Context: an optimization exercise on an open-source flow, tuned for small area, a short achievable clock period and few clock cycles per item. The choices shown serve that exercise and are no tape-out recipe.
Only simulation tests tie the RTL to the original design; equivalence was not proved.
Power and IR drop assume default switching activity.

Setup of rev 12:
Design stripe_pq, start of the top module:
module stripe_pq (
  input  wire        clk,
  input  wire        rst,
  input  wire        in_valid,
  output wire        in_ready,
  input  wire [63:0] in_data,
  input  wire [5:0]  cfg_n,        
  input  wire [4:0]  cfg_ppos,     
  input  wire [1:0]  cfg_nlost,    
  input  wire [4:0]  cfg_lost0,
  input  wire [4:0]  cfg_lost1,
  output wire        out_valid,
  input  wire        out_ready,
  output wire [63:0] out_a,
  output wire [63:0] out_b
);
  function automatic [7:0] gf_mul(input [7:0] a, input [7:0] b);
    integer i;
    reg [7:0] p, aa;
    begin
      p  = 8'h00;
      aa = a;
      for (i = 0; i < 8; i = i + 1) begin
        if (b[i]) p = p ^ aa;
        aa = {aa[6:0], 1'b0} ^ (aa[7] ? 8'h1D : 8'h00);
      end
      gf_mul = p;
    end
  endfunction
  function automatic [7:0] gf_x(input [7:0] a);        
    gf_x = {a[6:0], 1'b0} ^ (a[7] ? 8'h1D : 8'h00);
  endfunction
  function automatic [7:0] gf_xi(input [7:0] a);       
    gf_xi = {1'b0, a[7:1]} ^ (a[0] ? 8'h8E : 8'h00);
  endfunction
  function automatic [63:0] gf_x8(input [63:0] w);
    integer i;
    begin
      for (i = 0; i < 8; i = i + 1) gf_x8[8*i +: 8] = gf_x(w[8*i +: 8]);
    end
  endfunction
  function automatic [63:0] gf_xi8(input [63:0] w);
    integer i;
    begin
      for (i = 0; i < 8; i = i + 1) gf_xi8[8*i +: 8] = gf_xi(w[8*i +: 8]);
    end
  endfunction
  function automatic [63:0] gf_mul8(input [63:0] w, input [7:0] c);
    integer i;
    begin
      for (i = 0; i < 8; i = i + 1) gf_mul8[8*i +: 8] = gf_mul(w[8*i +: 8], c);
    end
  endfunction
  function automatic [7:0] tp(input [4:0] d);
    begin
      case (d)
      5'd1:  tp = 8'hf5;  5'd2:  tp = 8'ha6;  5'd3:  tp = 8'h9c;  5'd4:  tp = 8'h73;
      5'd5:  tp = 8'hec;  5'd6:  tp = 8'h5e;  5'd7:  tp = 8'h55;  5'd8:  tp = 8'ha1;
  ...
Size: roughly 3300 cells after synthesis, about 450 flip-flops, roughly 220 I/O pins.
==> flow/config.mk <==
export PLATFORM = sky130hd
export DESIGN_NAME = stripe_pq
export DESIGN_NICKNAME = stripe_pq
export VERILOG_FILES = /design/flow/design.v
export SDC_FILE = /design/flow/constraint.sdc
export NUM_CORES = 4
export LEC_CHECK = 0
export ABC_CLOCK_PERIOD_IN_PS = 3000
export CAP_MARGIN = 20
export CORE_MARGIN = 2
export CORE_UTILIZATION = 50
export PLACE_DENSITY = 0.6
export SETUP_SLACK_MARGIN = 5
export SLEW_MARGIN = 20
==> flow/constraint.sdc <==
create_clock -name core_clock -period 10.0 [get_ports {clk}]
set_input_delay 2.0000 -clock core_clock [delete_from_list [all_inputs] [get_ports {clk}]]
set_output_delay 2.0000 -clock core_clock [all_outputs]
set_load 0.01 [all_outputs]
standard.sh (not shown) runs the stock make flow with config.mk's settings and CLKGATE_MAP_FILE= SYNTH_SCRIPT=/design/flow/synth_recipe.tcl, a recipe that flattens the netlist after the stock synthesis.
==> flow/flow/run.sh <==
#!/bin/bash
set -euo pipefail
bash standard.sh synth > flow_synth.log 2>&1
bash standard.sh 'BUFFER_PORTS_ARGS=-buffer_cell sky130_fd_sc_hd__buf_2' SETUP_SLACK_MARGIN=6.3 finish > flow_finish.log 2>&1
Testbench counts of rev 12, summed over its fixed seeds: cycles 25,354, items 1,200.
[inputs] rev 13 vs rev 12
Settings: putting GPL_ROUTABILITY_DRIVEN at 0 where nothing was set; swapping 50 for 55 in CORE_UTILIZATION; putting CTS_BUF_LIST at sky130_fd_sc_hd__clkbuf_8 where nothing was set; swapping 0.6 for 0.65 in PLACE_DENSITY.
==> flow/flow/run.sh <==
#!/bin/bash
set -euo pipefail
bash standard.sh synth > flow_synth.log 2>&1
bash standard.sh 'BUFFER_PORTS_ARGS=-buffer_cell sky130_fd_sc_hd__buf_2' SETUP_SLACK_MARGIN=6.6 finish > flow_finish.log 2>&1
==> results.txt <==
- Delta (rev 13 minus rev 12): clock share of power now smaller; maximum level of the CTS H-tree now larger; static leakage now larger.
- Going from rev 12 to rev 13, routed wire length moved down; number of cells on the worst reg-to-reg path picked up an extra 1; clock latency reported for the late side of the worst-skew pair rose 0.10 ns.
- Non-clock buffer count: rev 12 and rev 13 compared, lower one is rev 12

-- port drivers added, routing unchanged --
How much do the figures lean on ideal ports? The routed layouts below were timed once more, with nothing changed but the port constraints.
Step 1 assumes that a clkbuf_16 drives the clock port and a buf_2 every other input.
Step 2 adds t to the input delays and takes it off the output delays; t is the mean of the earliest and latest rising clock arrival at the registers after step 1. Input paths then give back, and output paths get back, about the clock's delay inside the block.
a / b / c = ideal ports / drivers / drivers and shift; a / b = the first two.
run | t (ns) | slack for setup (ns) | slew at the worst register clock pin (ns)
rev 12 | 0.667 | 6.400 / 6.435 / 5.774 | 0.07 / 0.07
rev 13 | 0.739 | 6.559 / 6.523 / 5.851 | 0.07 / 0.07
After both steps every run listed still meets setup and hold. The setup slack of rev 13, which loses most, moves by -0.036 ns with the drivers and by -0.708 ns with both steps.
